What follows belongs to an exercise in optimizing a design on an open flow for small area, a short achievable clock period and few clock cycles per item; a production flow would make more cautious choices.
Function was checked by simulation only, so behaviour that the tests miss may differ from the original.

==> flow/design.v, too long to show whole: its modules and the start of the top module <==
// module ad8_fa: 4 lines
// module ad8_ha: 4 lines
// module ad8_mul8: 122 lines
// module ad8_csa8: 573 lines
// module aligned_dot8: 286 lines
module aligned_dot8 (
    input  wire         clk,
    input  wire         rst,
    input  wire         in_valid,
    input  wire [127:0] a_vec,
    input  wire [127:0] b_vec,
    input  wire         ftz,
    output wire         out_valid,
    output wire [31:0]  sum_word,
    output wire [31:0]  comp_word,
    output wire         ovf
);
  // ...
==> flow/run.sh <==
#!/bin/bash
# synth_recipe.tcl (not shown) runs the flow's synth.tcl, then flattens the netlist and writes it again
# the make line also repeats each setting of config.mk as NAME=value (left out here)
make -C /OpenROAD-flow-scripts/flow DESIGN_CONFIG=/design/flow/config.mk WORK_HOME=/design/flow/orfs CLKGATE_MAP_FILE= SYNTH_SCRIPT=/design/flow/synth_recipe.tcl finish
==> flow/config.mk <==
export PLATFORM = sky130hd
export DESIGN_NAME = aligned_dot8
export DESIGN_NICKNAME = aligned_dot8
export VERILOG_FILES = /design/flow/design.v
export SDC_FILE = /design/flow/constraint.sdc
export NUM_CORES = 4
export LEC_CHECK = 0
export ABC_AREA = 1
export CAP_MARGIN = 20
export CORE_MARGIN = 2
export CORE_UTILIZATION = 40
export PLACE_DENSITY = 0.55
export SLEW_MARGIN = 20
export SYNTH_HIERARCHICAL = 1
==> flow/constraint.sdc <==
create_clock -name core_clock -period 90.0 [get_ports {clk}]
set_input_delay 18.0000 -clock core_clock [delete_from_list [all_inputs] [get_ports {clk}]]
set_output_delay 18.0000 -clock core_clock [all_outputs]
set_load 0.01 [all_outputs]
==> metrics.md, run 1 <==
| Metric | Value |
|---|---|
| Bufs w/o clock | `~370` |
| Cells after DPL | `11000` |
| Most frequent cells after synthesis | `nand2_1, inv_1, o21ai_0` |
| TritonCTS clock tree | `yes` |
| Crit path max-delay cell type | `clkdlybuf4s50_1` |
| Status | `no timing/DRC/antenna violations` |
| R2R Setup Slk | `around 72 ns` |
| Top layer used by detailed routing | `met4` |
| DR vias/cell | `5.27` |
| Delay-heaviest family, CP | `buffers and inverters` |
| Met2 GRT Util | `0.416` |
| Element type at the critical path end | `output pin` |
| Fill cells | `17600` |
| H-Tree Depth | `3` |
| Critical path arrival | `1.58 ns` |
| Netlist Area Pre-Place | `around 68000 µm²` |
| Global-route wire length before repair | `~340000 µm` |
| Top-count cell post-synth | `nand2_1` |
| Area contributors post-synth | `fa_1, dfxtp_1, nand2_1` |
| Syn Nets | `approximately 10000` |
| Fin cells | `11100` |
| Worst R2R Path Depth | `roughly 70` |
| Crit path kind | `reg2out` |
| Hold_buf cts | `0` |
| Multi-input gates | `6575` |
| Mux cell area share after synthesis | `0.00563` |
| Sequential cell area share | `0.169` |
| Top cell category | `multi-input combinational cells` |
| Worst skew pair latency | `0.74 ns` |
| Worst slack at placement | `between 70 and 80 ns` |
| Post-synthesis average cell area | `between 7 and 8 µm²` |
Testbench counts, summed over its fixed seeds: cycles 24,024, items 24,000.
==> module aligned_dot8, before the edit <==
module aligned_dot8 (
    input  wire         clk,
    input  wire         rst,
    input  wire         in_valid,
    input  wire [127:0] a_vec,
    input  wire [127:0] b_vec,
    input  wire         ftz,
    output wire         out_valid,
    output wire [31:0]  sum_word,
    output wire [31:0]  comp_word,
    output wire         ovf
);
    localparam P_IN  = 1;    
    localparam P_A   = 0;    
    localparam P_B   = 1;    
    localparam P_C   = 0;    
    localparam P_D   = 1;    
    localparam P_E   = 0;    
    localparam P_OUT = 1;    
    localparam LAT   = P_IN + P_A + P_B + P_C + P_D + P_E + P_OUT;
    function [12:0] radd(input [11:0] x, input [11:0] y, input ci);
        integer n;
        reg c;
        begin
            c = ci;
            for (n = 0; n < 12; n = n + 1) begin
                radd[n] = x[n] ^ y[n] ^ c;
                c = (x[n] & y[n]) | (x[n] & c) | (y[n] & c);
            end
            radd[12] = c;
        end
    endfunction
    function [16:0] radd16(input [15:0] x, input [15:0] y, input ci);
        integer n;
        reg c;
        begin
            c = ci;
            for (n = 0; n < 16; n = n + 1) begin
                radd16[n] = x[n] ^ y[n] ^ c;
                c = (x[n] & y[n]) | (x[n] & c) | (y[n] & c);
            end
            radd16[16] = c;
        end
    endfunction
    reg [LAT-1:0] vpipe;
    always @(posedge clk) begin
        if (rst) vpipe <= {LAT{1'b0}};
        else     vpipe <= {vpipe, in_valid};
    end
    assign out_valid = vpipe[LAT-1];
    reg  [256:0] in_r;
    always @(posedge clk) in_r <= {ftz, b_vec, a_vec};
    wire [256:0] in_q = P_IN ? in_r : {ftz, b_vec, a_vec};
    wire [127:0] a0   = in_q[127:0];
    wire [127:0] b0   = in_q[255:128];
    wire         ftz0 = in_q[256];
    wire [8*16-1:0] prod_a;
    wire [8*9-1:0]  raw_a;
    wire [8*10-1:0] lead_a;
    wire [7:0]      fin_a, neg_a, nan_a, inf_a;
    genvar gk;
    generate
        for (gk = 0; gk < 8; gk = gk + 1) begin : g_lane
            wire [15:0] a = a0[16*gk +: 16];
            wire [15:0] b = b0[16*gk +: 16];
            wire [7:0] ea = a[14:7];
            wire [7:0] eb = b[14:7];
            wire [6:0] ma = a[6:0];
            wire [6:0] mb = b[6:0];
            wire a_e0 = (ea == 8'h00);
            wire b_e0 = (eb == 8'h00);
            wire a_ef = (ea == 8'hFF);
            wire b_ef = (eb == 8'hFF);
            wire a_m0 = (ma == 7'd0);
            wire b_m0 = (mb == 7'd0);
            wire a_zero = a_e0 & (a_m0 | ftz0);
            wire b_zero = b_e0 & (b_m0 | ftz0);
            wire a_inf  = a_ef & a_m0;
            wire b_inf  = b_ef & b_m0;
            wire fin    = ~(a_ef | b_ef | a_zero | b_zero);
            assign neg_a[gk] = a[15] ^ b[15];
            assign nan_a[gk] = (a_ef & ~a_m0) | (b_ef & ~b_m0) | (a_inf & b_zero) | (b_inf & a_zero);
            assign inf_a[gk] = ~nan_a[gk] & (a_inf | b_inf);
            assign fin_a[gk] = fin;
            wire [15:0] pn;
            ad8_mul8 u_mul (.a({~a_e0, ma}), .b({~b_e0, mb}), .pn(pn));
            wire [15:0] p = ~pn;
            wire [12:0] rawx = radd({4'd0, ea[7:1], ea[0] | a_e0}, {4'd0, eb[7:1], eb[0] | b_e0}, 1'b0);
            wire [8:0] raw = rawx[8:0];
            reg  [3:0] msb;
            integer j;
            always @* begin
                msb = 4'd0;
                for (j = 0; j < 16; j = j + 1)
                    if (p[j]) msb = j[3:0];
            end
            wire [12:0] leadx = radd({3'd0, raw}, {8'd0, msb}, 1'b0);
            assign prod_a[16*gk +: 16] = p;
            assign raw_a[9*gk +: 9]    = raw;
            assign lead_a[10*gk +: 10] = fin ? leadx[9:0] : 10'd0;
        end
    endgenerate
    wire [7:0] nks_a = fin_a & neg_a;
    wire       infp_a = |(inf_a & ~neg_a);
    wire       infn_a = |(inf_a & neg_a);
    wire [2:0] fl_a   = {(|nan_a) | (infp_a & infn_a), infp_a | infn_a, infn_a};
    localparam WA = 8*16 + 8*9 + 8*10 + 8 + 3 + 1;
    wire [WA-1:0] a_d = {ftz0, fl_a, nks_a, lead_a, raw_a, prod_a};
    reg  [WA-1:0] a_r;
    always @(posedge clk) a_r <= a_d;
    wire [WA-1:0] a_q = P_A ? a_r : a_d;
    wire [8*16-1:0] prod_b = a_q[0 +: 128];
    wire [8*9-1:0]  raw_b  = a_q[128 +: 72];
    wire [8*10-1:0] lead_b = a_q[200 +: 80];
    wire [7:0]      nks_b  = a_q[280 +: 8];
    wire [2:0]      fl_b   = a_q[288 +: 3];
    wire            ftz_b  = a_q[291];
    function [9:0] max2(input [9:0] x, input [9:0] y);
        max2 = (x > y) ? x : y;
    endfunction
    wire [9:0] e_b = max2(max2(max2(lead_b[0 +: 10], lead_b[10 +: 10]), max2(lead_b[20 +: 10], lead_b[30 +: 10])),
                          max2(max2(lead_b[40 +: 10], lead_b[50 +: 10]), max2(lead_b[60 +: 10], lead_b[70 +: 10])));
    wire [7:0] live_b;
    generate
        for (gk = 0; gk < 8; gk = gk + 1) begin : g_live
            assign live_b[gk] = (lead_b[10*gk +: 10] != 10'd0);
        end
    endgenerate
    localparam WB = 128 + 72 + 8 + 8 + 3 + 1 + 10;
    wire [WB-1:0] b_d = {e_b, ftz_b, fl_b, nks_b, live_b, raw_b, prod_b};
    reg  [WB-1:0] b_r;
    always @(posedge clk) b_r <= b_d;
    wire [WB-1:0] b_q = P_B ? b_r : b_d;
    wire [8*16-1:0] prod_c = b_q[0 +: 128];
    wire [8*9-1:0]  raw_c  = b_q[128 +: 72];
    wire [7:0]      live_c = b_q[200 +: 8];
    wire [7:0]      nks_c  = b_q[208 +: 8];
    wire [2:0]      fl_c   = b_q[216 +: 3];
    wire            ftz_c  = b_q[219];
    wire [9:0]      e_c    = b_q[220 +: 10];
    wire [8*40-1:0] x_c;
    generate
        for (gk = 0; gk < 8; gk = gk + 1) begin : g_align
            wire               nk = nks_c[gk];
            wire [12:0]        tx = radd({2'd0, e_c}, ~{3'd0, raw_c[9*gk +: 9]}, 1'b1);
            wire [9:0]         t  = tx[9:0];
            wire signed [55:0] v  = {nk, prod_c[16*gk +: 16] ^ {16{nk}}, {39{nk}}};
            wire signed [55:0] sh = v >>> t[5:0];
            wire               z  = ~live_c[gk] | (|t[9:6]);
            assign x_c[40*gk +: 40] = z ? {40{nk}} : sh[39:0];
        end
    endgenerate
    reg [3:0] cnt_c;
    integer kc;
    always @* begin
        cnt_c = 4'd0;
        for (kc = 0; kc < 8; kc = kc + 1) cnt_c = cnt_c + {3'd0, nks_c[kc]};
    end
    localparam WC = 320 + 4 + 10 + 3 + 1;
    wire [WC-1:0] c_d = {ftz_c, fl_c, e_c, cnt_c, x_c};
    reg  [WC-1:0] c_r;
    always @(posedge clk) c_r <= c_d;
    wire [WC-1:0] c_q = P_C ? c_r : c_d;
    wire [319:0] x_d   = c_q[0 +: 320];
    wire [3:0]   cnt_d = c_q[320 +: 4];
    wire [9:0]   e_d   = c_q[324 +: 10];
    wire [2:0]   fl_d  = c_q[334 +: 3];
    wire         ftz_d = c_q[337];
    wire [42:0] r0_d, r1_d;
    ad8_csa8 u_csa (.x0(x_d[0 +: 40]), .x1(x_d[40 +: 40]), .x2(x_d[80 +: 40]), .x3(x_d[120 +: 40]),
                    .x4(x_d[160 +: 40]), .x5(x_d[200 +: 40]), .x6(x_d[240 +: 40]), .x7(x_d[280 +: 40]),
                    .cnt(cnt_d), .r0(r0_d), .r1(r1_d));
    wire [16:0] ul_d  = radd16({1'b0, r0_d[14:0]}, {1'b0, r1_d[14:0]}, 1'b0);
    wire [16:0] um0_d = radd16({2'b0, r0_d[28:15]}, {2'b0, r1_d[28:15]}, 1'b0);
    wire [16:0] um1_d = radd16({2'b0, r0_d[28:15]}, {2'b0, r1_d[28:15]}, 1'b1);
    wire [16:0] uh0_d = radd16({2'b0, r0_d[42:29]}, {2'b0, r1_d[42:29]}, 1'b0);
    wire [16:0] uh1_d = radd16({2'b0, r0_d[42:29]}, {2'b0, r1_d[42:29]}, 1'b1);
    wire [14:0] um_d  = ul_d[15] ? um1_d[14:0] : um0_d[14:0];
    wire [42:0] u_d   = {um_d[14] ? uh1_d[13:0] : uh0_d[13:0], um_d[13:0], ul_d[14:0]};
    wire [43:0] s_d = {{1'b0, u_d[42:40]} - cnt_d, u_d[39:0]};
    localparam WD = 44 + 10 + 3 + 1;
    wire [WD-1:0] d_d = {ftz_d, fl_d, e_d, s_d};
    reg  [WD-1:0] d_r;
    always @(posedge clk) d_r <= d_d;
    wire [WD-1:0] d_q = P_D ? d_r : d_d;
    wire [43:0] s_e   = d_q[0 +: 44];
    wire [9:0]  e_e   = d_q[44 +: 10];
    wire [2:0]  fl_e  = d_q[54 +: 3];
    wire        ftz_e = d_q[57];
    wire        sgn_e = s_e[43];
    wire [42:0] mag_e = sgn_e ? (~s_e[42:0] + 43'd1) : s_e[42:0];
    wire        mzero_e = (s_e == 44'd0);
    reg  [5:0]  lz_e;
    integer i;
    always @* begin
        lz_e = 6'd42;
        for (i = 0; i < 43; i = i + 1)
            if (mag_e[i]) lz_e = 6'd42 - i[5:0];
    end
    wire [12:0] eb139x_e = radd({2'b00, e_e}, ~12'd139, 1'b1);
    wire [11:0] eb139_e  = eb139x_e[11:0];
    wire [12:0] eadjx_e  = radd(eb139_e, ~{6'd0, lz_e}, 1'b1);
    wire [11:0] eadjs_e  = eadjx_e[11:0];
    wire        gnorm_e  = ~eadjs_e[11];
    wire [12:0] eb25x_e  = radd({2'b00, e_e}, ~12'd114, 1'b1);    
    wire        sund_e  = ~gnorm_e & eb25x_e[11];
    wire [6:0]  samt_e  = gnorm_e ? {1'b0, lz_e} + 7'd25 : (sund_e ? 7'd0 : eb25x_e[6:0]);
    wire [67:0] fx_e    = {25'd0, mag_e} << samt_e;
    wire [42:0] f_e     = sund_e ? 43'd0 : fx_e[67:25];
    wire        lost_e  = sund_e | (|fx_e[24:0]);
    wire [24:0] q_e     = {1'b0, f_e[42:19]} + {24'd0, f_e[18]};
    wire [8:0]  eadj_e  = gnorm_e ? eadjs_e[8:0] : 9'd0;
    wire [12:0] efldx_e = radd({3'd0, eadj_e}, {10'd0, q_e[24:23]}, 1'b0);
    wire [9:0]  efld_e  = efldx_e[9:0];
    wire        g_ovf_e  = ~mzero_e & (efld_e[9] | efld_e[8] | (&efld_e[7:0]));
    wire        g_zero_e = mzero_e | ((efld_e == 10'd0) & (ftz_e | (q_e[22:0] == 23'd0)));
    wire [31:0] g_bits_e = {sgn_e, efld_e[7:0], q_e[22:0]};
    wire [18:0] low_e    = f_e[18:0];
    wire        guard_e  = f_e[18];
    wire        below0_e = (f_e[17:0] == 18'd0) & ~lost_e;
    localparam WE = 32 + 19 + 6 + 12 + 3 + 1;
    wire [WE-1:0] e_dd = {ftz_e, fl_e, eadjs_e, sgn_e, gnorm_e, g_ovf_e, g_zero_e, guard_e, below0_e, low_e, g_bits_e};
    reg  [WE-1:0] e_r;
    always @(posedge clk) e_r <= e_dd;
    wire [WE-1:0] e_q = P_E ? e_r : e_dd;
    wire [31:0] g_bits_f = e_q[0 +: 32];
    wire [18:0] low_f    = e_q[32 +: 19];
    wire        below0_f = e_q[51];
    wire        guard_f  = e_q[52];
    wire        g_zero_f = e_q[53];
    wire        g_ovf_f  = e_q[54];
    wire        gnorm_f  = e_q[55];
    wire        sgn_f    = e_q[56];
    wire [11:0] eadjs_f  = e_q[57 +: 12];
    wire [2:0]  fl_f     = e_q[69 +: 3];
    wire        ftz_f    = e_q[72];
    wire        rneg_f  = sgn_f ^ guard_f;
    wire [18:0] rem_f   = guard_f ? (~low_f + 19'd1) : low_f;
    wire        rzero_f = (rem_f == 19'd0);
    reg  [4:0]  lzr_f;
    always @* begin
        lzr_f = 5'd18;
        for (i = 0; i < 19; i = i + 1)
            if (rem_f[i]) lzr_f = 5'd18 - i[4:0];
    end
    wire [12:0] dcx_f   = radd(eadjs_f, ~({7'd0, lzr_f} + 12'd24), 1'b1);   
    wire        cnorm_f = ~dcx_f[11];
    wire [5:0]  scamt_f = cnorm_f ? {1'b0, lzr_f} + 6'd24 : eadjs_f[5:0];
    wire [61:0] cx_f    = {43'd0, rem_f} << scamt_f;
    wire [23:0] cfld_f  = cx_f[42:19];
    wire [23:0] q2_f    = cfld_f + {23'd0, cx_f[18]};
    wire [12:0] efcx_f  = radd(eadjs_f, ~({7'd0, lzr_f} + 12'd23), 1'b1);   
    wire [11:0] efc_f   = efcx_f[11:0];
    wire [31:0] cn_f    = cnorm_f ? {rneg_f, efc_f[7:0], cfld_f[22:0]}
                                  : (ftz_f ? {rneg_f, 31'd0} : {rneg_f, 8'd0, q2_f[22:0]});
    reg  [31:0] c_bits_f;
    always @* begin
        if (g_zero_f)
            c_bits_f = {sgn_f, 31'd0};
        else if (gnorm_f)
            c_bits_f = rzero_f ? 32'd0 : cn_f;
        else if (!below0_f)
            c_bits_f = {rneg_f, 31'd0};
        else if (!guard_f)
            c_bits_f = 32'd0;
        else
            c_bits_f = {rneg_f, 30'd0, ~ftz_f};
    end
    reg  [64:0] o_d;
    always @* begin
        if (fl_f[2])
            o_d = {1'b0, 32'd0, 32'h7FC0_0000};
        else if (fl_f[1])
            o_d = {1'b0, 32'd0, fl_f[0], 31'h7F80_0000};
        else if (g_ovf_f)
            o_d = {1'b1, 32'd0, sgn_f, 31'h7F80_0000};
        else
            o_d = {1'b0, c_bits_f, g_zero_f ? 32'd0 : g_bits_f};
    end
    reg  [64:0] o_r;
    always @(posedge clk) o_r <= o_d;
    wire [64:0] o_q = P_OUT ? o_r : o_d;
    assign sum_word  = o_q[31:0];
    assign comp_word = o_q[63:32];
    assign ovf       = o_q[64];
endmodule
==> inputs of run 2 (changes only) <==
--- a/flow/design.v
+++ b/flow/design.v
@@ -703,2 +703,197 @@
 endmodule
+module ad8_add43 (input wire [42:0] a, input wire [42:0] b, output wire [42:0] s);
+    wire c_1, c_2;
+    ad8_ha u_c_1 (.a(a[0]), .b(b[0]), .s(c_1), .co(c_2));
+    wire c_3, c_4;
+    ad8_fa u_c_3 (.a(a[1]), .b(b[1]), .c(c_2), .s(c_3), .co(c_4));
+    wire c_5, c_6;
+    ad8_fa u_c_5 (.a(a[2]), .b(b[2]), .c(c_4), .s(c_5), .co(c_6));
+    wire c_7, c_8;
+    ad8_fa u_c_7 (.a(a[3]), .b(b[3]), .c(c_6), .s(c_7), .co(c_8));
+    wire c_9, c_10;
+    ad8_fa u_c_9 (.a(a[4]), .b(b[4]), .c(c_8), .s(c_9), .co(c_10));
+    wire c_11, c_12;
+    ad8_fa u_c_11 (.a(a[5]), .b(b[5]), .c(c_10), .s(c_11), .co(c_12));
+    wire c_13, c_14;
+    ad8_fa u_c_13 (.a(a[6]), .b(b[6]), .c(c_12), .s(c_13), .co(c_14));
+    wire c_15, c_16;
+    ad8_fa u_c_15 (.a(a[7]), .b(b[7]), .c(c_14), .s(c_15), .co(c_16));
+    wire c_17, c_18;
+    ad8_fa u_c_17 (.a(a[8]), .b(b[8]), .c(c_16), .s(c_17), .co(c_18));
+    wire c_19, c_20;
+    ad8_ha u_c_19 (.a(a[9]), .b(b[9]), .s(c_19), .co(c_20));
+    wire c_21, c_22;
+    ad8_fa u_c_21 (.a(a[10]), .b(b[10]), .c(c_20), .s(c_21), .co(c_22));
+    wire c_23, c_24;
+    ad8_fa u_c_23 (.a(a[11]), .b(b[11]), .c(c_22), .s(c_23), .co(c_24));
+    wire c_25, c_26;
+    ad8_fa u_c_25 (.a(a[12]), .b(b[12]), .c(c_24), .s(c_25), .co(c_26));
+    wire c_27, c_28;
+    ad8_fa u_c_27 (.a(a[13]), .b(b[13]), .c(c_26), .s(c_27), .co(c_28));
+    wire c_29, c_30;
+    ad8_fa u_c_29 (.a(a[14]), .b(b[14]), .c(c_28), .s(c_29), .co(c_30));
+    wire c_31, c_32;
+    ad8_fa u_c_31 (.a(a[15]), .b(b[15]), .c(c_30), .s(c_31), .co(c_32));
+    wire c_33, c_34;
+    ad8_fa u_c_33 (.a(a[16]), .b(b[16]), .c(c_32), .s(c_33), .co(c_34));
+    wire c_35 = ~(a[9] ^ b[9]);
+    wire c_36 = a[9] | b[9];
+    wire c_37, c_38;
+    ad8_fa u_c_37 (.a(a[10]), .b(b[10]), .c(c_36), .s(c_37), .co(c_38));
+    wire c_39, c_40;
+    ad8_fa u_c_39 (.a(a[11]), .b(b[11]), .c(c_38), .s(c_39), .co(c_40));
+    wire c_41, c_42;
+    ad8_fa u_c_41 (.a(a[12]), .b(b[12]), .c(c_40), .s(c_41), .co(c_42));
+    wire c_43, c_44;
+    ad8_fa u_c_43 (.a(a[13]), .b(b[13]), .c(c_42), .s(c_43), .co(c_44));
+    wire c_45, c_46;
+    ad8_fa u_c_45 (.a(a[14]), .b(b[14]), .c(c_44), .s(c_45), .co(c_46));
+    wire c_47, c_48;
+    ad8_fa u_c_47 (.a(a[15]), .b(b[15]), .c(c_46), .s(c_47), .co(c_48));
+    wire c_49, c_50;
+    ad8_fa u_c_49 (.a(a[16]), .b(b[16]), .c(c_48), .s(c_49), .co(c_50));
+    wire c_51 = c_18 ? c_35 : c_19;
+    wire c_52 = c_18 ? c_37 : c_21;
+    wire c_53 = c_18 ? c_39 : c_23;
+    wire c_54 = c_18 ? c_41 : c_25;
+    wire c_55 = c_18 ? c_43 : c_27;
+    wire c_56 = c_18 ? c_45 : c_29;
+    wire c_57 = c_18 ? c_47 : c_31;
+    wire c_58 = c_18 ? c_49 : c_33;
+    wire c_59 = c_18 ? c_50 : c_34;
+    wire c_60, c_61;
+    ad8_ha u_c_60 (.a(a[17]), .b(b[17]), .s(c_60), .co(c_61));
+    wire c_62, c_63;
+    ad8_fa u_c_62 (.a(a[18]), .b(b[18]), .c(c_61), .s(c_62), .co(c_63));
+    wire c_64, c_65;
+    ad8_fa u_c_64 (.a(a[19]), .b(b[19]), .c(c_63), .s(c_64), .co(c_65));
+    wire c_66, c_67;
+    ad8_fa u_c_66 (.a(a[20]), .b(b[20]), .c(c_65), .s(c_66), .co(c_67));
+    wire c_68, c_69;
+    ad8_fa u_c_68 (.a(a[21]), .b(b[21]), .c(c_67), .s(c_68), .co(c_69));
+    wire c_70, c_71;
+    ad8_fa u_c_70 (.a(a[22]), .b(b[22]), .c(c_69), .s(c_70), .co(c_71));
+    wire c_72, c_73;
+    ad8_fa u_c_72 (.a(a[23]), .b(b[23]), .c(c_71), .s(c_72), .co(c_73));
+    wire c_74, c_75;
+    ad8_fa u_c_74 (.a(a[24]), .b(b[24]), .c(c_73), .s(c_74), .co(c_75));
+    wire c_76, c_77;
+    ad8_fa u_c_76 (.a(a[25]), .b(b[25]), .c(c_75), .s(c_76), .co(c_77));
+    wire c_78 = ~(a[17] ^ b[17]);
+    wire c_79 = a[17] | b[17];
+    wire c_80, c_81;
+    ad8_fa u_c_80 (.a(a[18]), .b(b[18]), .c(c_79), .s(c_80), .co(c_81));
+    wire c_82, c_83;
+    ad8_fa u_c_82 (.a(a[19]), .b(b[19]), .c(c_81), .s(c_82), .co(c_83));
+    wire c_84, c_85;
+    ad8_fa u_c_84 (.a(a[20]), .b(b[20]), .c(c_83), .s(c_84), .co(c_85));
+    wire c_86, c_87;
+    ad8_fa u_c_86 (.a(a[21]), .b(b[21]), .c(c_85), .s(c_86), .co(c_87));
+    wire c_88, c_89;
+    ad8_fa u_c_88 (.a(a[22]), .b(b[22]), .c(c_87), .s(c_88), .co(c_89));
+    wire c_90, c_91;
+    ad8_fa u_c_90 (.a(a[23]), .b(b[23]), .c(c_89), .s(c_90), .co(c_91));
+    wire c_92, c_93;
+    ad8_fa u_c_92 (.a(a[24]), .b(b[24]), .c(c_91), .s(c_92), .co(c_93));
+    wire c_94, c_95;
+    ad8_fa u_c_94 (.a(a[25]), .b(b[25]), .c(c_93), .s(c_94), .co(c_95));
+    wire c_96 = c_59 ? c_78 : c_60;
+    wire c_97 = c_59 ? c_80 : c_62;
+    wire c_98 = c_59 ? c_82 : c_64;
+    wire c_99 = c_59 ? c_84 : c_66;
+    wire c_100 = c_59 ? c_86 : c_68;
+    wire c_101 = c_59 ? c_88 : c_70;
+    wire c_102 = c_59 ? c_90 : c_72;
+    wire c_103 = c_59 ? c_92 : c_74;
+    wire c_104 = c_59 ? c_94 : c_76;
+    wire c_105 = c_59 ? c_95 : c_77;
+    wire c_106, c_107;
+    ad8_ha u_c_106 (.a(a[26]), .b(b[26]), .s(c_106), .co(c_107));
+    wire c_108, c_109;
+    ad8_fa u_c_108 (.a(a[27]), .b(b[27]), .c(c_107), .s(c_108), .co(c_109));
+    wire c_110, c_111;
+    ad8_fa u_c_110 (.a(a[28]), .b(b[28]), .c(c_109), .s(c_110), .co(c_111));
+    wire c_112, c_113;
+    ad8_fa u_c_112 (.a(a[29]), .b(b[29]), .c(c_111), .s(c_112), .co(c_113));
+    wire c_114, c_115;
+    ad8_fa u_c_114 (.a(a[30]), .b(b[30]), .c(c_113), .s(c_114), .co(c_115));
+    wire c_116, c_117;
+    ad8_fa u_c_116 (.a(a[31]), .b(b[31]), .c(c_115), .s(c_116), .co(c_117));
+    wire c_118, c_119;
+    ad8_fa u_c_118 (.a(a[32]), .b(b[32]), .c(c_117), .s(c_118), .co(c_119));
+    wire c_120, c_121;
+    ad8_fa u_c_120 (.a(a[33]), .b(b[33]), .c(c_119), .s(c_120), .co(c_121));
+    wire c_122 = ~(a[26] ^ b[26]);
+    wire c_123 = a[26] | b[26];
+    wire c_124, c_125;
+    ad8_fa u_c_124 (.a(a[27]), .b(b[27]), .c(c_123), .s(c_124), .co(c_125));
+    wire c_126, c_127;
+    ad8_fa u_c_126 (.a(a[28]), .b(b[28]), .c(c_125), .s(c_126), .co(c_127));
+    wire c_128, c_129;
+    ad8_fa u_c_128 (.a(a[29]), .b(b[29]), .c(c_127), .s(c_128), .co(c_129));
+    wire c_130, c_131;
+    ad8_fa u_c_130 (.a(a[30]), .b(b[30]), .c(c_129), .s(c_130), .co(c_131));
+    wire c_132, c_133;
+    ad8_fa u_c_132 (.a(a[31]), .b(b[31]), .c(c_131), .s(c_132), .co(c_133));
+    wire c_134, c_135;
+    ad8_fa u_c_134 (.a(a[32]), .b(b[32]), .c(c_133), .s(c_134), .co(c_135));
+    wire c_136, c_137;
+    ad8_fa u_c_136 (.a(a[33]), .b(b[33]), .c(c_135), .s(c_136), .co(c_137));
+    wire c_138 = c_105 ? c_122 : c_106;
+    wire c_139 = c_105 ? c_124 : c_108;
+    wire c_140 = c_105 ? c_126 : c_110;
+    wire c_141 = c_105 ? c_128 : c_112;
+    wire c_142 = c_105 ? c_130 : c_114;
+    wire c_143 = c_105 ? c_132 : c_116;
+    wire c_144 = c_105 ? c_134 : c_118;
+    wire c_145 = c_105 ? c_136 : c_120;
+    wire c_146 = c_105 ? c_137 : c_121;
+    wire c_147, c_148;
+    ad8_ha u_c_147 (.a(a[34]), .b(b[34]), .s(c_147), .co(c_148));
+    wire c_149, c_150;
+    ad8_fa u_c_149 (.a(a[35]), .b(b[35]), .c(c_148), .s(c_149), .co(c_150));
+    wire c_151, c_152;
+    ad8_fa u_c_151 (.a(a[36]), .b(b[36]), .c(c_150), .s(c_151), .co(c_152));
+    wire c_153, c_154;
+    ad8_fa u_c_153 (.a(a[37]), .b(b[37]), .c(c_152), .s(c_153), .co(c_154));
+    wire c_155, c_156;
+    ad8_fa u_c_155 (.a(a[38]), .b(b[38]), .c(c_154), .s(c_155), .co(c_156));
+    wire c_157, c_158;
+    ad8_fa u_c_157 (.a(a[39]), .b(b[39]), .c(c_156), .s(c_157), .co(c_158));
+    wire c_159, c_160;
+    ad8_fa u_c_159 (.a(a[40]), .b(b[40]), .c(c_158), .s(c_159), .co(c_160));
+    wire c_161, c_162;
+    ad8_fa u_c_161 (.a(a[41]), .b(b[41]), .c(c_160), .s(c_161), .co(c_162));
+    wire c_163, c_164;
+    ad8_fa u_c_163 (.a(a[42]), .b(b[42]), .c(c_162), .s(c_163), .co(c_164));
+    wire c_165 = ~(a[34] ^ b[34]);
+    wire c_166 = a[34] | b[34];
+    wire c_167, c_168;
+    ad8_fa u_c_167 (.a(a[35]), .b(b[35]), .c(c_166), .s(c_167), .co(c_168));
+    wire c_169, c_170;
+    ad8_fa u_c_169 (.a(a[36]), .b(b[36]), .c(c_168), .s(c_169), .co(c_170));
+    wire c_171, c_172;
+    ad8_fa u_c_171 (.a(a[37]), .b(b[37]), .c(c_170), .s(c_171), .co(c_172));
+    wire c_173, c_174;
+    ad8_fa u_c_173 (.a(a[38]), .b(b[38]), .c(c_172), .s(c_173), .co(c_174));
+    wire c_175, c_176;
+    ad8_fa u_c_175 (.a(a[39]), .b(b[39]), .c(c_174), .s(c_175), .co(c_176));
+    wire c_177, c_178;
+    ad8_fa u_c_177 (.a(a[40]), .b(b[40]), .c(c_176), .s(c_177), .co(c_178));
+    wire c_179, c_180;
+    ad8_fa u_c_179 (.a(a[41]), .b(b[41]), .c(c_178), .s(c_179), .co(c_180));
+    wire c_181, c_182;
+    ad8_fa u_c_181 (.a(a[42]), .b(b[42]), .c(c_180), .s(c_181), .co(c_182));
+    wire c_183 = c_146 ? c_165 : c_147;
+    wire c_184 = c_146 ? c_167 : c_149;
+    wire c_185 = c_146 ? c_169 : c_151;
+    wire c_186 = c_146 ? c_171 : c_153;
+    wire c_187 = c_146 ? c_173 : c_155;
+    wire c_188 = c_146 ? c_175 : c_157;
+    wire c_189 = c_146 ? c_177 : c_159;
+    wire c_190 = c_146 ? c_179 : c_161;
+    wire c_191 = c_146 ? c_181 : c_163;
+    wire c_192 = c_146 ? c_182 : c_164;
+    assign s = {c_191, c_190, c_189, c_188, c_187, c_186, c_185, c_184, c_183, c_145, c_144, c_143, c_142, c_141, c_140, c_139, c_138, c_104, c_103, c_102, c_101, c_100, c_99, c_98, c_97, c_96, c_58, c_57, c_56, c_55, c_54, c_53, c_52, c_51, c_17, c_15, c_13, c_11, c_9, c_7, c_5, c_3, c_1};
+endmodule
 module aligned_dot8 (
@@ -850,5 +1045,5 @@
             wire signed [55:0] v  = {nk, prod_c[16*gk +: 16] ^ {16{nk}}, {39{nk}}};
-            wire signed [55:0] sh = v >>> t[5:0];
             wire               z  = ~live_c[gk] | (|t[9:6]);
-            assign x_c[40*gk +: 40] = z ? {40{nk}} : sh[39:0];
+            wire signed [55:0] sh = v >>> (t[5:0] | {6{z}});
+            assign x_c[40*gk +: 40] = sh[39:0];
         end
@@ -875,9 +1070,4 @@
                     .cnt(cnt_d), .r0(r0_d), .r1(r1_d));
-    wire [16:0] ul_d  = radd16({1'b0, r0_d[14:0]}, {1'b0, r1_d[14:0]}, 1'b0);
-    wire [16:0] um0_d = radd16({2'b0, r0_d[28:15]}, {2'b0, r1_d[28:15]}, 1'b0);
-    wire [16:0] um1_d = radd16({2'b0, r0_d[28:15]}, {2'b0, r1_d[28:15]}, 1'b1);
-    wire [16:0] uh0_d = radd16({2'b0, r0_d[42:29]}, {2'b0, r1_d[42:29]}, 1'b0);
-    wire [16:0] uh1_d = radd16({2'b0, r0_d[42:29]}, {2'b0, r1_d[42:29]}, 1'b1);
-    wire [14:0] um_d  = ul_d[15] ? um1_d[14:0] : um0_d[14:0];
-    wire [42:0] u_d   = {um_d[14] ? uh1_d[13:0] : uh0_d[13:0], um_d[13:0], ul_d[14:0]};
+    wire [42:0] u_d;
+    ad8_add43 u_add (.a(r0_d), .b(r1_d), .s(u_d));
     wire [43:0] s_d = {{1'b0, u_d[42:40]} - cnt_d, u_d[39:0]};
==> run 2 against run 1 <==
Still clean; synthesized cell count down 1.5%; final cell count fell by 1.7%; synthesized area up 0.91%; worst setup slack better by 0.023 ns; die area grew 0.90%; highest routed layer unchanged.
==> metrics.md, run 2 <==
| Metric | Value |
|---|---|
| Netlist Area Pre-Place | `68400 µm² (was 67800 µm²)` |
| Post-route DRC | `0 (unchanged)` |
| Warnings, synthesis | `7 (unchanged)` |
| Critical path arrival | `1.55 ns (was 1.58 ns)` |
| Most common flop cell mapped by yosys | `dfxtp_1 (unchanged)` |
| Total routed wirelength | `222000 µm (was 220000 µm)` |
| Maximum clock path buffer count | `3 (unchanged)` |
| Global-route wire length before repair | `339000 µm (was 337000 µm)` |
| Seq cells post-synth | `614 (unchanged)` |
| Delay-heaviest family, CP | `buffers and inverters (unchanged)` |
| Most frequent cells after synthesis | `nand2_1, inv_1, o21ai_0 (unchanged)` |
| Max incr delay on CP | `0.54 ns (was 0.53 ns)` |
| Simple-Gate Fraction of Synth Area | `0.232 (was 0.226)` |
| Post-synth EDFFs | `0 (unchanged)` |
| Synth area leader | `fa_1 (unchanged)` |
| Grt total ovfl | `0 (unchanged)` |
| Die height | `417 µm (was 416 µm)` |
| Wire per inst | `20.4 µm (was 19.8 µm)` |
| MaxCap Viol Count | `0 (unchanged)` |
| Core area | `170000 µm² (was 169000 µm²)` |
| Die width | `417 µm (was 416 µm)` |
| Crit path kind | `reg2out (unchanged)` |
| TritonCTS clock tree | `yes (unchanged)` |
| Port Buffers | `325 (unchanged)` |
| Clock Pin Slew Worst Setup and Hold Paths | `0.06 ns (about the same)` |
| Critical path buffer and inverter count | `1 (unchanged)` |
| Worst Setup Start Kind | `flop (unchanged)` |
| Area contributors post-synth | `fa_1, dfxtp_1, nand2_1 (unchanged)` |
| Vias | `57700 (was 58600)` |
| Unrepaired setup endpoints after global routing | `false (unchanged)` |
| Element type at the critical path end | `output pin (unchanged)` |
| Initial antenna violation count | `3 (was 4)` |
| Hold WS | `0.373 ns (was 0.328 ns)` |
| Area occupied by multi-input gates | `47500 µm² (was 46800 µm²)` |
| Routability cong. | `1.02 (was 1.04)` |
| Post-synth top area share | `0.249 (was 0.236)` |
| CTS resizes | `0 (unchanged)` |
| Total die area | `174000 µm² (was 173000 µm²)` |
| Root buf cell | `clkbuf_16 (unchanged)` |
| Slew Viols, Final | `0 (unchanged)` |
| Placed Area | `70200 µm² (was 69900 µm²)` |
| Critical path fanouts, max | `1 (unchanged)` |
| NumNets Final | `10100 (was 10200)` |
| I/O pins | `326 (unchanged)` |
| Crit path max-delay cell type | `clkdlybuf4s50_1 (unchanged)` |
| Layout Area Growth over Synthesis | `6.37% (was 7.07%)` |
| Pre-antenna DRT Iters | `6 (unchanged)` |
| Clk sink count | `614 (unchanged)` |
| Mux cell area share after synthesis | `0.0154 (was 0.00563)` |
| Compound-Gate Fraction of Synth Area | `0.117 (was 0.135)` |
| Fill cells | `17200 (was 17600)` |
| Syn Inst Count | `8899 (was 9033)` |
| H-Tree Depth | `3 (unchanged)` |
| Most frequent cells in the layout | `nand2_1, inv_1, o21ai_0, fa_1, nand3_1 (was nand2_1, inv_1, o21ai_0, fa_1, dfxtp_1)` |
| Top-count cell post-synth | `nand2_1 (unchanged)` |
| Setup TNS | `0 ns (unchanged)` |
| Largest family of logic cells by synthesized area | `adder cells (unchanged)` |
| Row count | `151 (unchanged)` |
| Layout cells sized above 1 | `0.0487 (was 0.0400)` |
| Largest regs | `in_r (257), b_r (230), o_r (65) (unchanged)` |
| Synth Area in Adders | `0.303 (was 0.294)` |
| Worst skew pair latency | `0.72 ns (was 0.74 ns)` |
| Slew @ Worst Pin | `1.05 ns (was 1.11 ns)` |
| Clock skew | `0.0720 ns (was 0.0384 ns)` |
| Largest net degree at the start of global routing | `56 (was 57)` |
| FF/Latch Area | `12300 µm² (about the same)` |
| Starting DRT DRC Count | `4780 (was 4499)` |
| Hold crit path type | `reg2reg (unchanged)` |
| Hold_buf cts | `0 (unchanged)` |
| XOR/XNOR share of the synthesized area | `0.0261 (was 0.0304)` |
| Most common cell after layout, fill and taps aside | `nand2_1 (unchanged)` |
| Relative slew slack | `0.300 (was 0.259)` |
| Final instance area | `72700 µm² (was 72600 µm²)` |
| Vias in the first global route | `56700 (was 57300)` |
| Final setup vio count | `0 (unchanged)` |
| Minimum clock period | `19.55 ns (was 19.58 ns)` |
| Post-synthesis average cell area | `7.68 µm² (was 7.50 µm²)` |
| Biggest register | `in_r (unchanged)` |
| Inserted Clock Buffers | `74 (was 75)` |
| Post-synthesis cell type count | `78 (was 73)` |
| Ant. Diodes | `0 (was 6)` |
| Cell chain of the critical path | `clkdlybuf4s50_1 (unchanged)` |
| Detailed Place HPWL | `186000 µm (was 185000 µm)` |
| Critical path required time | `72.00 ns (about the same)` |
| Max reg flops | `257 (unchanged)` |
| Tcrit/Tclk final | `0.217 (was 0.218)` |
| Post-CTS setup buffer count | `0 (unchanged)` |
| Status | `no timing/DRC/antenna violations (unchanged)` |
| GR Util All Layers | `0.252 (about the same)` |
| Starting density of the core | `0.403 (was 0.401)` |
| Syn Nets | `10300 (was 10400)` |
| Post-DRT Antenna Nets | `0 (unchanged)` |
| Async SR Flop Fraction | `0 (unchanged)` |
| Post-synthesis sequential area ratio | `0.180 (was 0.181)` |
| Fin. Hold Viols | `0 (unchanged)` |
| Fmax | `0.0511 GHz (about the same)` |
| DR vias/cell | `5.29 (was 5.27)` |
-- run 2: cell types whose count changed after synthesis, moves of 16 or more --
| cell | change |
|---|---|
| a31oi_1 | -19 |
| buf_4 | +45 |
| o21ai_0 | -83 |
| a21oi_1 | -64 |
| nor2_1 | -118 |
| inv_1 | -110 |
| a21boi_0 | +26 |
| ha_1 | -21 |
| o211ai_1 | -21 |
| xnor2_1 | -16 |
| nand3_1 | +140 |
| mux2i_1 | +56 |
| fa_1 | +54 |
| or2_2 | +38 |
-- run 2: cell type report --
| class | count | share of cell area |
|---|---|---|
| inverters | 1096 | 0.0567 |
| repair buffers | 366 | 0.0490 |
| flip-flops and latches | 614 | 0.169 |
| multi-input cells | 6497 | 0.653 |
| clock buffers | 90 | 0.0278 |
| clock inverters | 42 | 0.00655 |
| well taps | 2218 | 0.0382 |
-- run 2: Yosys stat by module, one instance, submodules excluded --
module        copies in the design  area [µm²]
ad8_mul8                         8         731
ad8_fa                         691        20.0
ad8_csa8                         1         649
aligned_dot8                     1       46400
ad8_ha                          48        12.5
ad8_add43                        1        1060
-- run 2: per-layer routing --
layer / vias up / wire length (µm) / global-route usage
li1: 28000 / - / -
met1: 27800 / 98400 / 0.338
met2: 1663 / 105000 / 0.422
met3: 296 / 10900 / 0.0274
met4: 0 / 8340 / 0.0895
met5: - / 0 / 0
-- run 2: final timing paths --
| check | start | end | slack, ns | depth (start not counted) |
|---|---|---|---|---|
| setup / recovery | o_r[30]$_SDFF_PP1_ | sum_word[30] | 70.45 | 1 |
| hold / removal | b_r[219]$_DFF_P_ | d_r[57]$_DFF_P_ | 0.37 | 0 |
| setup reg to reg | d_r[43]$_DFF_P_ | o_r[42]$_SDFF_PP0_ | 72.64 | 94 |
| hold reg to reg | b_r[219]$_DFF_P_ | d_r[57]$_DFF_P_ | 0.37 | 0 |
-- run 2: cell families (layout without fill, tap and decap cells) --
| logic type | count (synthesis) | count (layout) |
|---|---|---|
| AOI/OAI and AO/OA | 1414 | 1414 |
| xor gates and xnor gates | 203 | 203 |
| adders and majority gates | 1146 | 1146 |
| buffers and inverters | 1788 | 1594 |
| DFF | 614 | 614 |
| muxes | 101 | 101 |
| other | 1 | 1 |
| and+or+nand+nor | 3632 | 3632 |
-- run 2: stage by stage --
stage / std cells / util / worst slack [ns]
after floorplan: 8899 / - / 71.67
after CTS: 10900 / 0.429 / 70.36
after detailed placement: 10800 / 0.414 / 71.15
after global placement: 10800 / 0.414 / 71.16
final: 10900 / 0.429 / 70.45
after global routing: 10900 / 0.429 / 70.38
Testbench counts of run 2, summed over its fixed seeds: cycles 24,024, items 24,000.
==> inputs of run 3 (changes only) <==
==> flow/flow/run.sh (new file) <==
#!/bin/bash
# The standard layout, with the port buffers made from the small buf_2 cell
# (the standard flow's buffer_ports picks clkdlybuf4s50_1). Every port still
# gets its own buffer. make's full output goes to flow_make.log here; ORFS
# keeps each step's own log under orfs/logs.
set -euo pipefail
export BUFFER_PORTS_ARGS="-buffer_cell sky130_fd_sc_hd__buf_2"
bash standard.sh > flow_make.log 2>&1
==> flow/standard.sh (new file) <==
#!/bin/bash
# synth_recipe.tcl (not shown) runs the flow's synth.tcl, then flattens the netlist and writes it again
# the make line also repeats each setting of config.mk as NAME=value (left out here)
make -C /OpenROAD-flow-scripts/flow DESIGN_CONFIG=/design/flow/config.mk WORK_HOME=/design/flow/orfs CLKGATE_MAP_FILE= SYNTH_SCRIPT=/design/flow/synth_recipe.tcl "${@:-finish}"
removed: flow/run.sh
==> run 3 against run 2 <==
Synthesized cell count did not move; sequential cell count unchanged; clock skew shrank 0.0083 ns; global-route usage down 0.34 points; maximum frequency rose by 2.0%; wire length fell by 1.6%; worst setup slack improved by 0.38 ns; die area stayed put; critical path depth stayed put; critical path type unchanged; highest routed layer is now met5.
==> metrics.md, run 3 <==
| Metric | Value |
|---|---|
| Final instance area | `71200 µm² (was 72700 µm²)` |
| Post-route DRC | `0 (unchanged)` |
| Starting DRT DRC Count | `5151 (was 4780)` |
| Area contributors post-synth | `fa_1, dfxtp_1, nand2_1 (unchanged)` |
| Slew Viols, Final | `0 (unchanged)` |
| Fmax | `0.0521 GHz (was 0.0511 GHz)` |
| Largest net degree at the start of global routing | `56 (unchanged)` |
| Unrepaired setup endpoints after global routing | `false (unchanged)` |
| Crit path kind | `reg2out (unchanged)` |
| Slew @ Worst Pin | `1.12 ns (was 1.05 ns)` |
| Root buf cell | `clkbuf_16 (unchanged)` |
| Fin. Hold Viols | `0 (unchanged)` |
| Layout Area Growth over Synthesis | `4.06% (was 6.37%)` |
| Die width | `417 µm (unchanged)` |
| Minimum clock period | `19.18 ns (was 19.55 ns)` |
| Delay-heaviest family, CP | `flip-flops (was buffers and inverters)` |
| I/O pins | `326 (unchanged)` |
| Synth area leader | `fa_1 (unchanged)` |
| Cell chain of the critical path | `buf_2 (was clkdlybuf4s50_1)` |
| Post-CTS setup buffer count | `0 (unchanged)` |
| Status | `no timing/DRC/antenna violations (unchanged)` |
| Post-synth top area share | `0.249 (unchanged)` |
| Pre-antenna DRT Iters | `6 (unchanged)` |
| Total routed wirelength | `219000 µm (was 222000 µm)` |
| Max incr delay on CP | `0.33 ns (was 0.54 ns)` |
| Fin cells | `10900 (about the same)` |
| Initial antenna violation count | `4 (was 3)` |
| TritonCTS clock tree | `yes (unchanged)` |
| Biggest register | `in_r (unchanged)` |
| Routability cong. | `1.00 (was 1.02)` |
| CTS resizes | `0 (unchanged)` |
| Syn Nets | `10300 (unchanged)` |
| Starting density of the core | `0.403 (unchanged)` |
| Post-synthesis cell type count | `78 (unchanged)` |
| DR vias/cell | `5.32 (was 5.29)` |
| Warnings, synthesis | `7 (unchanged)` |
| Post-synth EDFFs | `0 (unchanged)` |
| Inserted Clock Buffers | `74 (unchanged)` |
| Detailed Place HPWL | `183000 µm (was 186000 µm)` |
| Cells after DPL | `10800 (about the same)` |
| Clock skew | `0.0637 ns (was 0.0720 ns)` |
| Largest regs | `in_r (257), b_r (230), o_r (65) (unchanged)` |
| Critical path required time | `72.00 ns (about the same)` |
| Grt total ovfl | `0 (unchanged)` |
| Hold_buf cts | `0 (unchanged)` |
| Element type at the critical path end | `output pin (unchanged)` |
| Hold crit path type | `reg2reg (unchanged)` |
| GR Util All Layers | `0.249 (was 0.252)` |
| Critical path fanouts, max | `1 (unchanged)` |
| NumNets Final | `10100 (about the same)` |
| Wire per inst | `20.0 µm (was 20.4 µm)` |
| Most common cell after layout, fill and taps aside | `nand2_1 (unchanged)` |
| Port Buffers | `325 (unchanged)` |
| Tcrit/Tclk final | `0.213 (was 0.217)` |
| Critical path arrival | `1.18 ns (was 1.55 ns)` |
| Seq cells post-synth | `614 (unchanged)` |
| Setup TNS | `0 ns (unchanged)` |
| MaxCap Viol Count | `0 (unchanged)` |
| Hold WS | `0.328 ns (was 0.373 ns)` |
| Clock Pin Slew Worst Setup and Hold Paths | `0.06 ns (about the same)` |
| Most frequent cells after synthesis | `nand2_1, inv_1, o21ai_0 (unchanged)` |
| Die height | `417 µm (unchanged)` |
| Vias | `58100 (was 57700)` |
| Core area | `170000 µm² (unchanged)` |
| Layout cells sized above 1 | `0.0857 (was 0.0487)` |
| Total die area | `174000 µm² (unchanged)` |
| Vias in the first global route | `56500 (was 56700)` |
| Netlist Area Pre-Place | `68400 µm² (unchanged)` |
| Syn Inst Count | `8899 (unchanged)` |
| Placed Area | `68600 µm² (was 70200 µm²)` |
| Most common flop cell mapped by yosys | `dfxtp_1 (unchanged)` |
| Post-synthesis average cell area | `7.68 µm² (unchanged)` |
| Maximum clock path buffer count | `3 (unchanged)` |
| Max reg flops | `257 (unchanged)` |
| Top-count cell post-synth | `nand2_1 (unchanged)` |
| Crit path max-delay cell type | `dfxtp_1 (was clkdlybuf4s50_1)` |
| Relative slew slack | `0.246 (was 0.300)` |
| Post-synthesis sequential area ratio | `0.180 (unchanged)` |
| Global-route wire length before repair | `336000 µm (was 339000 µm)` |
| Async SR Flop Fraction | `0 (unchanged)` |
| Clk sink count | `614 (unchanged)` |
| Critical path buffer and inverter count | `1 (unchanged)` |
| Worst skew pair latency | `0.73 ns (was 0.72 ns)` |
| Worst Setup Start Kind | `flop (unchanged)` |
| Most frequent cells in the layout | `nand2_1, inv_1, o21ai_0, fa_1, nand3_1 (unchanged)` |
| Row count | `151 (unchanged)` |
| Final setup vio count | `0 (unchanged)` |
| Post-DRT Antenna Nets | `0 (unchanged)` |
| H-Tree Depth | `3 (unchanged)` |
## run 3: layer usage
| metal | vias up | track usage | wire length [µm] |
|---|---|---|---|
| met5 | - | 0 | 12 |
| met4 | 2 | 0.0924 | 8970 |
| met2 | 1793 | 0.407 | 101000 |
| met3 | 322 | 0.0314 | 11700 |
| li1 | 28000 | - | - |
| met1 | 28000 | 0.336 | 97000 |
## run 3: cell type report
type                    count  area [µm²]
fillers                 17500       98500
multi-input cells        6497       47500
flip-flops and latches    614       12300
inverters                1096        4130
well taps                2218        2780
clock buffers              91        1990
repair buffers            365        1920
clock inverters            43         571
diodes                      1        2.50
## run 3: kinds of logic (layout without fill, tap and decap cells)
kind of cell / count (synthesis) / in the layout / share of synthesized area
buf+inv: 1788 / 1595 / 0.126
flops: 614 / 614 / 0.180
xor+xnor: 203 / 203 / 0.0261
mux: 101 / 101 / 0.0154
fa+ha+maj: 1146 / 1146 / 0.303
other cells: 1 / 2 / 0.0000548
simple gates: 3632 / 3632 / 0.232
compound gates: 1414 / 1414 / 0.117
## run 3: path summary, 6_finish.rpt
check / from / endpoint / slack, ns / cells past startpoint
max: o_r[34]$_SDFF_PP0_ / comp_word[2] / 70.82 / 1
min: b_r[217]$_DFF_P_ / d_r[55]$_DFF_P_ / 0.33 / 0
max reg2reg: d_r[0]$_DFF_P_ / o_r[42]$_SDFF_PP0_ / 72.85 / 87
min reg2reg: b_r[217]$_DFF_P_ / d_r[55]$_DFF_P_ / 0.33 / 0
## run 3: modules after synthesis, one instance, submodules excluded
module,times used,cells inside,flops+latches,cell area [µm²]
ad8_mul8,8,136,0,731
ad8_add43,1,167,0,1060
aligned_dot8,1,6818,614,46400
ad8_fa,691,1,0,20.0
ad8_csa8,1,87,0,649
ad8_ha,48,1,0,12.5
## run 3: stage by stage
step / setup WS, ns / util
6_report: 70.82 / 0.419
5_1_grt: 70.76 / 0.419
4_1_cts: 70.75 / 0.419
3_5_place_dp: 71.56 / 0.404
3_3_place_gp: 71.59 / 0.404
2_1_floorplan: 71.67 / -
==> inputs of run 4 (changes only) <==
==> flow/flow/run.sh (replaced) <==
#!/bin/bash
# The standard layout, with the port buffers made from the small buf_1 cell
# (the standard flow's buffer_ports picks clkdlybuf4s50_1). Every port still
# gets its own buffer. make's full output goes to flow_make.log here; ORFS
# keeps each step's own log under orfs/logs.
set -euo pipefail
export BUFFER_PORTS_ARGS="-buffer_cell sky130_fd_sc_hd__buf_1"
bash standard.sh > flow_make.log 2>&1
--- a/flow/config.mk
+++ b/flow/config.mk
@@ -10,4 +10,4 @@
 export CORE_MARGIN = 2
-export CORE_UTILIZATION = 40
-export PLACE_DENSITY = 0.55
+export CORE_UTILIZATION = 55
+export PLACE_DENSITY = 0.7
 export SLEW_MARGIN = 20
==> run 4 against run 3 <==
Synthesized area stayed put; largest cell class unchanged; worst hold slack better by 0.014 ns; clock skew is 0.023 ns lower; die area is 27% lower; highest routed layer is now met4; non-clock buffer count is 1 lower; maximum frequency hardly changed; sequential share of layout area is 0.30 points higher.
==> metrics.md, run 4 <==
| Metric | Value |
|---|---|
| Netlist Area Pre-Place | `68400 µm² (unchanged)` |
| Largest regs | `in_r (257), b_r (230), o_r (65) (unchanged)` |
| Die height | `357 µm (was 417 µm)` |
| Largest net degree at the start of global routing | `56 (unchanged)` |
| Slew Viols, Final | `0 (unchanged)` |
| CTS resizes | `0 (unchanged)` |
| Minimum clock period | `19.19 ns (was 19.18 ns)` |
| Layout cells sized above 1 | `0.0479 (was 0.0857)` |
| Synth area leader | `fa_1 (unchanged)` |
| Inserted Clock Buffers | `71 (was 74)` |
| Most frequent cells in the layout | `nand2_1, inv_1, o21ai_0, fa_1, nand3_1 (unchanged)` |
| Wire per inst | `20.6 µm (was 20.0 µm)` |
| Total die area | `127000 µm² (was 174000 µm²)` |
| Fmax | `0.0521 GHz (about the same)` |
| Slew @ Worst Pin | `1.09 ns (was 1.12 ns)` |
| GR Util All Layers | `0.333 (was 0.249)` |
| Crit path kind | `reg2out (unchanged)` |
| Die width | `357 µm (was 417 µm)` |
| TritonCTS clock tree | `yes (unchanged)` |
| Starting DRT DRC Count | `5714 (was 5151)` |
| Unrepaired setup endpoints after global routing | `false (unchanged)` |
| Setup TNS | `0 ns (unchanged)` |
| Post-CTS setup buffer count | `0 (unchanged)` |
| Delay-heaviest family, CP | `flip-flops (unchanged)` |
| Worst-case hold path end point | `d_r[57]$_DFF_P_ (was d_r[55]$_DFF_P_)` |
| Clock skew | `0.0404 ns (was 0.0637 ns)` |
| Max incr delay on CP | `0.33 ns (about the same)` |
| CP Depth | `1 (unchanged)` |
| Relative slew slack | `0.273 (was 0.246)` |
| Fin. Hold Viols | `0 (unchanged)` |
| Total routed wirelength | `213000 µm (was 219000 µm)` |
| Root buf cell | `clkbuf_16 (unchanged)` |
| Post-synth top area share | `0.249 (unchanged)` |
| Top-count cell post-synth | `nand2_1 (unchanged)` |
| Post-synthesis average cell area | `7.68 µm² (unchanged)` |
| Critical path buffer and inverter count | `1 (unchanged)` |
| Post-synth EDFFs | `0 (unchanged)` |
| I/O pins | `326 (unchanged)` |
| Hold path start | `b_r[219]$_DFF_P_ (was b_r[217]$_DFF_P_)` |
| Critical path arrival | `1.19 ns (was 1.18 ns)` |
| Syn Inst Count | `8899 (unchanged)` |
| Warnings, synthesis | `7 (unchanged)` |
| MaxCap Viol Count | `0 (unchanged)` |
| Syn Nets | `10300 (unchanged)` |
| Max reg flops | `257 (unchanged)` |
| Most common flop cell mapped by yosys | `dfxtp_1 (unchanged)` |
| Initial antenna violation count | `0 (was 4)` |
| Worst Setup Start Kind | `flop (unchanged)` |
| Post-synthesis sequential area ratio | `0.180 (unchanged)` |
| Post-route DRC | `0 (unchanged)` |
| Clk sink count | `614 (unchanged)` |
| Async SR Flop Fraction | `0 (unchanged)` |
| Element type at the critical path end | `output pin (unchanged)` |
| Post-synthesis cell type count | `78 (unchanged)` |
| Post-DRT Antenna Nets | `0 (unchanged)` |
| Area contributors post-synth | `fa_1, dfxtp_1, nand2_1 (unchanged)` |
| Critical path required time | `72.00 ns (about the same)` |
| H-Tree Depth | `3 (unchanged)` |
| Vias in the first global route | `56400 (was 56500)` |
| FF-to-FF Start | `d_r[0]$_DFF_P_ (unchanged)` |
| Hold_buf cts | `0 (unchanged)` |
| R2r endpoint | `o_r[42]$_SDFF_PP0_ (unchanged)` |
| Vias | `58900 (was 58100)` |
| Core area | `123000 µm² (was 170000 µm²)` |
| Hold crit path type | `reg2reg (unchanged)` |
| Fin util | `0.566 (was 0.419)` |
| Grt total ovfl | `0 (unchanged)` |
| Maximum clock path buffer count | `3 (unchanged)` |
| Crit path max-delay cell type | `dfxtp_1 (unchanged)` |
| Worst skew pair latency | `0.69 ns (was 0.73 ns)` |
| Cell chain of the critical path | `buf_1 (was buf_2)` |
| Global-route wire length before repair | `327000 µm (was 336000 µm)` |
| Seq cells post-synth | `614 (unchanged)` |
| Most frequent cells after synthesis | `nand2_1, inv_1, o21ai_0 (unchanged)` |
| Routability cong. | `1.07 (was 1.00)` |
| Critical path fanouts, max | `1 (unchanged)` |
| Most common cell after layout, fill and taps aside | `nand2_1 (unchanged)` |
| Status | `no timing/DRC/antenna violations (unchanged)` |
| Biggest register | `in_r (unchanged)` |
| Row count | `129 (was 151)` |
| Clock Pin Slew Worst Setup and Hold Paths | `0.06 ns (about the same)` |
| Port Buffers | `325 (unchanged)` |
| Layout Area Growth over Synthesis | `2.28% (was 4.06%)` |
| NumNets Final | `10100 (about the same)` |
| Worst R2R Path Depth | `78 (was 87)` |
| Final setup vio count | `0 (unchanged)` |
| Pre-antenna DRT Iters | `6 (unchanged)` |
| Starting density of the core | `0.554 (was 0.403)` |
| R2R Setup Slk | `72.46 ns (was 72.85 ns)` |
| Detailed Place HPWL | `177000 µm (was 183000 µm)` |
| Tcrit/Tclk final | `0.213 (about the same)` |
| Hold path cells | `0 (unchanged)` |
| DR vias/cell | `5.70 (was 5.32)` |
run 4: cell type report:
class | instances | area (µm²)
Sequential cell | 614 | 12300
Clock buffer | 85 | 1900
Tap cell | 1637 | 2050
Antenna cell | 1 | 2.50
Inverter | 1096 | 4130
Fill cell | 11700 | 53500
Multi-Input combinational cell | 6497 | 47500
Timing Repair Buffer | 364 | 1510
Clock inverter | 43 | 572
run 4: how the worst max path moves through the flow:
stage,start,slack (ns),endpoint
6_report,o_r[23]$_SDFF_PP1_,70.81,sum_word[23]
5_1_grt,o_r[30]$_SDFF_PP1_,70.76,sum_word[30]
4_1_cts,o_r[40]$_SDFF_PP0_,70.77,comp_word[8]
3_5_place_dp,o_r[40]$_SDFF_PP0_,71.53,comp_word[8]
3_3_place_gp,o_r[38]$_SDFF_PP0_,71.55,comp_word[6]
2_1_floorplan,o_r[32]$_SDFF_PP0_,71.67,comp_word[0]
run 4: cells by family after synthesis:
logic type               after synthesis  synth area share
multiplexers                         101            0.0154
other                                  1         0.0000548
adder cells (fa/ha/maj)             1146             0.303
flip-flops                           614             0.180
AND/OR/NAND/NOR                     3632             0.232
XOR/XNOR                             203            0.0261
buffers and inverters               1788             0.126
AO/OA/AOI/OAI                       1414             0.117
run 4: per-stage QoR:
stage	cells	area, µm²	hold slack (ns)	setup slack, ns
finish	10300	69900	0.342	70.81
global route	10300	69900	0.359	70.76
CTS	10300	69900	0.347	70.77
detailed placement	10200	67500	0.334	71.53
global placement	10200	67500	0.334	71.55
floorplan	8899	68400	0.310	71.67
run 4: per-layer routing:
metal	vias to the layer above	track usage	share of wire	routed length [µm]
met1	28200	0.458	0.43	91600
li1	28000	-	-	-
met2	2329	0.539	0.46	98000
met5	-	0	0	0
met3	361	0.0392	0.068	14500
met4	0	0.129	0.043	9200
run 4: Yosys stat by module, one instance, submodules excluded:
module | cells | times used | cell area [µm²]
aligned_dot8 | 6818 | 1 | 46400
ad8_ha | 1 | 48 | 12.5
ad8_add43 | 167 | 1 | 1060
ad8_csa8 | 87 | 1 | 649
ad8_fa | 1 | 691 | 20.0
ad8_mul8 | 136 | 8 | 731
run 4: worst reg2reg max path, delay by kind of cell (launching register included):
kind | cells | cell delay (ns)
AND/OR/NAND/NOR | 38 | 7.81
AO/OA/AOI/OAI | 3 | 0.41
buffers and inverters | 15 | 2.53
adder cells (fa/ha/maj) | 20 | 5.95
XOR/XNOR | 2 | 0.44
flip-flops | 1 | 0.30
==> inputs of run 5 (changes only) <==
--- a/flow/design.v
+++ b/flow/design.v
@@ -1015,7 +1015,14 @@
     wire            ftz_b  = a_q[291];
-    function [9:0] max2(input [9:0] x, input [9:0] y);
-        max2 = (x > y) ? x : y;
-    endfunction
-    wire [9:0] e_b = max2(max2(max2(lead_b[0 +: 10], lead_b[10 +: 10]), max2(lead_b[20 +: 10], lead_b[30 +: 10])),
-                          max2(max2(lead_b[40 +: 10], lead_b[50 +: 10]), max2(lead_b[60 +: 10], lead_b[70 +: 10])));
+    reg [9:0] e_b;
+    reg [7:0] cand, hit;
+    integer kb, ib;
+    always @* begin
+        cand = 8'hFF;
+        for (ib = 9; ib >= 0; ib = ib - 1) begin
+            for (kb = 0; kb < 8; kb = kb + 1)
+                hit[kb] = cand[kb] & lead_b[10*kb + ib];
+            e_b[ib] = |hit;
+            if (e_b[ib]) cand = hit;
+        end
+    end
     wire [7:0] live_b;
==> run 5 against run 4 <==
Worst setup slack worse by 0.029 ns; die area fell by 1.3%; still clean on timing, DRC and antenna; register-to-register slack got worse by 0.65 ns.
==> metrics.md, run 5 <==
| Metric | Value |
|---|---|
| Minimum clock period | `19.21 ns (was 19.19 ns)` |
| Hold_buf cts | `0 (unchanged)` |
| Post-synthesis average cell area | `7.61 µm² (was 7.68 µm²)` |
| Global-route wire length before repair | `339000 µm (was 327000 µm)` |
| Worst slack at placement | `71.51 ns (was 71.53 ns)` |
| Netlist Area Pre-Place | `67500 µm² (was 68400 µm²)` |
| Most frequent cells after synthesis | `nand2_1, inv_1, o21ai_0 (unchanged)` |
| Worst Setup Start Kind | `flop (unchanged)` |
| Area contributors post-synth | `fa_1, dfxtp_1, nand2_1 (unchanged)` |
| Async SR Flop Fraction | `0 (unchanged)` |
| CTS resizes | `0 (unchanged)` |
| Post-CTS setup buffer count | `0 (unchanged)` |
| Total routed wirelength | `222000 µm (was 213000 µm)` |
| Critical path fanouts, max | `1 (unchanged)` |
| Max incr delay on CP | `0.35 ns (was 0.33 ns)` |
| Starting density of the core | `0.555 (was 0.554)` |
| Post-synth top area share | `0.253 (was 0.249)` |
| Post-synth EDFFs | `0 (unchanged)` |
| I/O pins | `326 (unchanged)` |
| Warnings, synthesis | `7 (unchanged)` |
| Fin. Hold Viols | `0 (unchanged)` |
| Port Buffers | `325 (unchanged)` |
| Row count | `128 (was 129)` |
| DR vias/cell | `5.66 (was 5.70)` |
| Status | `no timing/DRC/antenna violations (unchanged)` |
| Synth area leader | `fa_1 (unchanged)` |
| Most common cell after layout, fill and taps aside | `nand2_1 (unchanged)` |
| FF/Latch Area | `12300 µm² (about the same)` |
| Fmax | `0.0520 GHz (was 0.0521 GHz)` |
| Routability cong. | `1.04 (was 1.07)` |
| Total die area | `126000 µm² (was 127000 µm²)` |
| Critical path required time | `72.00 ns (about the same)` |
| Relative slew slack | `0.281 (was 0.273)` |
| Clock Pin Slew Worst Setup and Hold Paths | `0.06 ns (about the same)` |
| Post-DRT Antenna Nets | `0 (unchanged)` |
| Largest regs | `in_r (257), b_r (230), o_r (65) (unchanged)` |
| Syn Nets | `10200 (was 10300)` |
| Wire per inst | `21.5 µm (was 20.6 µm)` |
| Crit path kind | `reg2out (unchanged)` |
| Layout cells sized above 1 | `0.0465 (was 0.0479)` |
| Setup ws final | `70.79 ns (was 70.81 ns)` |
| Inserted Clock Buffers | `71 (unchanged)` |
| Most common flop cell mapped by yosys | `dfxtp_1 (unchanged)` |
| H-Tree Depth | `3 (unchanged)` |
| Maximum clock path buffer count | `3 (unchanged)` |
| Vias in the first global route | `57200 (was 56400)` |
| Root buf cell | `clkbuf_16 (unchanged)` |
[run 5: cell count changes after synthesis, sizes merged, moves of 18 or more]
cell	before	now
clkbuf	219	199
nand4	83	58
nor2	371	440
a21oi	187	208
nor3	64	82
inv	1075	1127
ha	294	224
o21ai	920	880
[run 5: per-layer routing]
layer / share of wire / vias to the layer above / global-route usage
li1: - / 27600 / -
met1: 0.43 / 28100 / 0.476
met2: 0.45 / 2177 / 0.561
met3: 0.070 / 408 / 0.0552
met4: 0.050 / 2 / 0.153
met5: 0.000068 / - / 0
[run 5: stage by stage]
stage	area [µm²]	std cells	utilization	hold WS, ns
after global routing	69000	10300	0.567	0.350
after floorplan	67500	8874	-	0.310
after detailed placement	66500	10200	0.546	0.328
after CTS	69000	10300	0.567	0.341
after global placement	66500	10200	0.546	0.315
final	69000	10300	0.567	0.345
[run 5: path summary, 6_finish.rpt]
check                                   startpoint                to  slack [ns]  cells after the start
worst min-delay path              b_r[219]$_DFF_P_   d_r[57]$_DFF_P_        0.35                      0
worst min register to register    b_r[219]$_DFF_P_   d_r[57]$_DFF_P_        0.35                      0
worst max register to register   in_r[142]$_DFF_P_  b_r[220]$_DFF_P_       71.81                     82
worst max-delay path            o_r[35]$_SDFF_PP0_      comp_word[3]       70.79                      1
[run 5: Yosys stat by module (local to each module, per instance)]
module | times used | flops+latches | cells
ad8_add43 | 1 | 0 | 167
ad8_csa8 | 1 | 0 | 87
ad8_fa | 691 | 0 | 1
ad8_ha | 48 | 0 | 1
ad8_mul8 | 8 | 0 | 136
aligned_dot8 | 1 | 614 | 6793
[run 5: final cells by class]
cell class / count / share of cell area
clock inverters: 33 / 0.00655
multi-input cells: 6431 / 0.672
well taps: 1625 / 0.0295
repair buffers: 359 / 0.0214
inverters: 1149 / 0.0626
clock buffers: 97 / 0.0299
flip-flops and latches: 614 / 0.178
[run 5: cell families (layout without fill, tap and decap cells)]
| logic type | Yosys count | in the layout | synth area share |
|---|---|---|---|
| buffers and inverters | 1829 | 1638 | 0.131 |
| flip-flops | 614 | 614 | 0.182 |
| AO/OA/AOI/OAI | 1372 | 1372 | 0.115 |
| multiplexers | 100 | 100 | 0.0154 |
| adder cells (fa/ha/maj) | 1076 | 1076 | 0.294 |
| AND/OR/NAND/NOR | 3675 | 3675 | 0.235 |
| XOR/XNOR | 207 | 207 | 0.0276 |
| other | 1 | 1 | 0.0000555 |
Testbench counts of run 5, summed over its fixed seeds: cycles 24,024, items 24,000.

==> static timing again, ports no longer ideal <==
How much do the figures lean on ideal ports? The routed layouts below were timed once more, with nothing changed but the port constraints.
Step 1 assumes that a clkbuf_16 drives the clock port and a buf_2 every other input.
Step 2 adds t to the input delays and takes it off the output delays; t is the mean of the earliest and latest rising clock arrival at the registers after step 1. Input paths then give back, and output paths get back, about the clock's delay inside the block.
Slacks: ideal ports / drivers / drivers and shift; pairs: ideal ports / drivers.
| run | shift t [ns] | slack for setup (ns) | worst hold slack (ns) | worst register clock-pin slew, ns | pins driven straight from the clock port |
|---|---|---|---|---|---|
| run 1 | 0.813 | 70.423 / 70.333 / 71.146 | 0.328 / 0.328 / 0.328 | 0.07 / 0.07 | 1 |
| run 2 | 0.780 | 70.446 / 70.352 / 71.132 | 0.373 / 0.373 / 0.373 | 0.09 / 0.09 | 1 |
| run 3 | 0.786 | 70.821 / 70.738 / 71.524 | 0.328 / 0.328 / 0.328 | 0.07 / 0.07 | 1 |
| run 4 | 0.756 | 70.815 / 70.733 / 71.489 | 0.342 / 0.342 / 0.342 | 0.07 / 0.07 | 1 |
| run 5 | 0.770 | 70.786 / 70.703 / 71.474 | 0.345 / 0.345 / 0.345 | 0.07 / 0.07 | 1 |
After both steps setup and hold are still met in every run listed.
